Background: an optimization exercise with open tools, aiming at small area, a short achievable clock period and few clock cycles. Do not read the settings as production practice. In this exercise RTL edits were held to simulation tests only and were not proved equivalent to the original.

==> inputs of run a <==
Design hge_fig, start of the top module:
module hge_fig (
    input  wire        clk,
    input  wire        rst,           
    input  wire        start,
    output wire        ready,
    output wire        done,
    input  wire [15:0] in_c_lo,       
    input  wire [15:0] in_c_mid,      
    input  wire [15:0] in_c_hi,       
    input  wire        in_lo_in,      
    input  wire        in_hi_in,      
    input  wire [23:0] in_anum,       
    input  wire [8:0]  in_d,          
    input  wire [7:0]  in_floor16,    
    input  wire [7:0]  in_k16,        
    input  wire [15:0] in_start,      
    input  wire [13:0] in_bin,        
    input  wire [1:0]  in_bw,         
    input  wire [15:0] in_zero,       
    output reg  [5:0]  out_delta16,   
    output reg  [11:0] out_height,
    output reg  [7:0]  out_quality,
    output reg  [27:0] out_range      
);
    reg  [7:1] ph;
    reg        rdy;
    assign ready = rdy;
    assign done  = ph[7];
    wire go = start & rdy;
    always @(posedge clk) begin
        if (rst) begin
            ph  <= 7'd0;
            rdy <= 1'b1;
        end else begin
            ph  <= {ph[6:1], go};
            rdy <= ~(go | (|ph[5:1]));
        end
    end
    reg [15:0] c_lo, c_mid, c_hi;
    reg        lo_in, hi_in;
    reg [23:0] anum;
    reg [8:0]  d;
    reg [7:0]  floor16, k16;
    reg [15:0] t_start;
    reg [13:0] bin;
    reg [1:0]  bw;
    reg [15:0] zero;
    wire idle = ~|ph[6:1];            
    always @(posedge clk) if (idle) begin
        c_lo <= in_c_lo; c_mid <= in_c_mid; c_hi <= in_c_hi;
        lo_in <= in_lo_in; hi_in <= in_hi_in;
        anum <= in_anum; d <= in_d; floor16 <= in_floor16; k16 <= in_k16;
        t_start <= in_start; bin <= in_bin; bw <= in_bw; zero <= in_zero;
    end
    wire [25:0] mlo_s, mlo_c, mmid_s, mmid_c, mhi_s, mhi_c;
    hg_dcm u_mlo  (.a(d), .b(c_lo),  .n(anum), .s(mlo_s),  .c(mlo_c));
    hg_dcm u_mmid (.a(d), .b(c_mid), .n(anum), .s(mmid_s), .c(mmid_c));
    hg_dcm u_mhi  (.a(d), .b(c_hi),  .n(anum), .s(mhi_s),  .c(mhi_c));
    wire [16:0] fd_s, fd_c;
    hg_fd  u_fd   (.a(floor16), .b(d), .s(fd_s), .c(fd_c));
    wire [16:0] fd   = fd_s + fd_c;
  ...
Settings: LEC_CHECK=0, CAP_MARGIN=20, CORE_MARGIN=2, CORE_UTILIZATION=55, PLACE_DENSITY=0.65, SLEW_MARGIN=20; clock period 25.0 ns.
standard.sh (not shown) runs the stock make flow with config.mk's settings and CLKGATE_MAP_FILE= SYNTH_SCRIPT=/design/flow/synth_recipe.tcl, a recipe that flattens the netlist after the stock synthesis.
==> flow/flow/run.sh <==
#!/bin/bash
# The standard layout (standard.sh) with one change: timing repair
# (repair_timing after CTS and after global routing) aims for a setup slack
# of SETUP_SLACK_MARGIN ns at the design's own clock period and
# constraints, so it sizes and buffers the design's long paths instead of
# stopping at zero slack. Synthesis, floorplan, power grid, placement, CTS,
# routing and the SDC are the standard ones.
set -euo pipefail
cd "$(dirname "$0")/.."
bash standard.sh SETUP_SLACK_MARGIN=18.5 finish > flow_standard.log 2>&1
==> run b: changes against run a <==
--- a/flow/flow/run.sh
+++ b/flow/flow/run.sh
@@ -7,4 +7,4 @@
 # routing and the SDC are the standard ones.
 set -euo pipefail
 cd "$(dirname "$0")/.."
-bash standard.sh SETUP_SLACK_MARGIN=18.5 finish > flow_standard.log 2>&1
+bash standard.sh SETUP_SLACK_MARGIN=19 finish > flow_standard.log 2>&1
==> run c: changes against run a <==
--- a/flow/flow/run.sh
+++ b/flow/flow/run.sh
@@ -7,4 +7,4 @@
 # routing and the SDC are the standard ones.
 set -euo pipefail
 cd "$(dirname "$0")/.."
-bash standard.sh SETUP_SLACK_MARGIN=18.5 finish > flow_standard.log 2>&1
+bash standard.sh SETUP_SLACK_MARGIN=18 finish > flow_standard.log 2>&1
==> impl_metrics.csv <==
group,metric,value,unit
status,status,"no timing/DRC/antenna violations",
placement,place_congestion,0.9440,
final_layout,final_cell_mix,"inv_1 (2240), fa_1 (1821), ha_1 (1457)",
final_layout,nets,21080,
sta,setup_ws,18.20,ns
worst_setup_path,max_stage_delay,0.55,ns
drt,wire_per_inst,24.08,um
drt,wirelength,505.5,mm
worst_setup_path,path_max_fanout,20,
sta,fin_crit_sh,0.2719,
cts,post_cts_resized,1705,
# the run above: run b

==> impl_metrics.csv <==
group,metric,value,unit
drt,wirelength,488.9,mm
sta,fin_crit_sh,0.2741,
worst_setup_path,path_max_fanout,13,
status,status,"no timing/DRC/antenna violations",
worst_setup_path,max_stage_delay,0.66,ns
cts,post_cts_resized,911,
drt,wire_per_inst,23.62,um
final_layout,nets,20780,
placement,place_congestion,0.9650,
final_layout,final_cell_mix,"inv_1 (2257), fa_1 (1875), ha_1 (1503)",
sta,drv_slew,0,
# the run above: run a

==> impl_metrics.csv <==
group,metric,value,unit
drt,wire_per_inst,23.27,um
placement,place_congestion,0.9606,
sta,setup_ws,18.09,ns
worst_setup_path,path_max_fanout,1,
worst_setup_path,max_stage_delay,0.58,ns
sta,fin_crit_sh,0.2766,
drt,wirelength,472.3,mm
status,status,"no timing/DRC/antenna violations",
# the run above: run c

Testbench counts of run a, summed over its fixed seeds: cycles 22,400.
Testbench counts of run b, summed over its fixed seeds: cycles 22,400.
Testbench counts of run c, summed over its fixed seeds: cycles 22,400.

[separate check: timing with driven ports]
Ports are ideal in the flow. The routed layouts listed here were re-timed in OpenROAD. Step 1: set_driving_cell puts a clkbuf_16 on clk and a buf_2 on each other input, an assumption about the parent block. Step 2 also shifts input and output timing later by t, the mid clock arrival at the registers, as if the neighbouring blocks saw the same clock. a / b / c = ideal / step 1 / step 2; a / b = the first two.
| run | t (ns) | setup WS [ns] | worst hold slack (ns) | worst setup path after step 2 |
|---|---|---|---|---|
| run a | 0.868 | 18.146 / 18.146 / 18.146 | 0.344 / 0.344 / 0.344 | register to register |
| run b | 0.961 | 18.202 / 18.121 / 18.202 | 0.349 / 0.349 / 0.349 | register to register |
| run c | 0.934 | 18.086 / 17.980 / 18.096 | 0.350 / 0.350 / 0.350 | register to register |
After both steps every run listed still meets setup and hold.
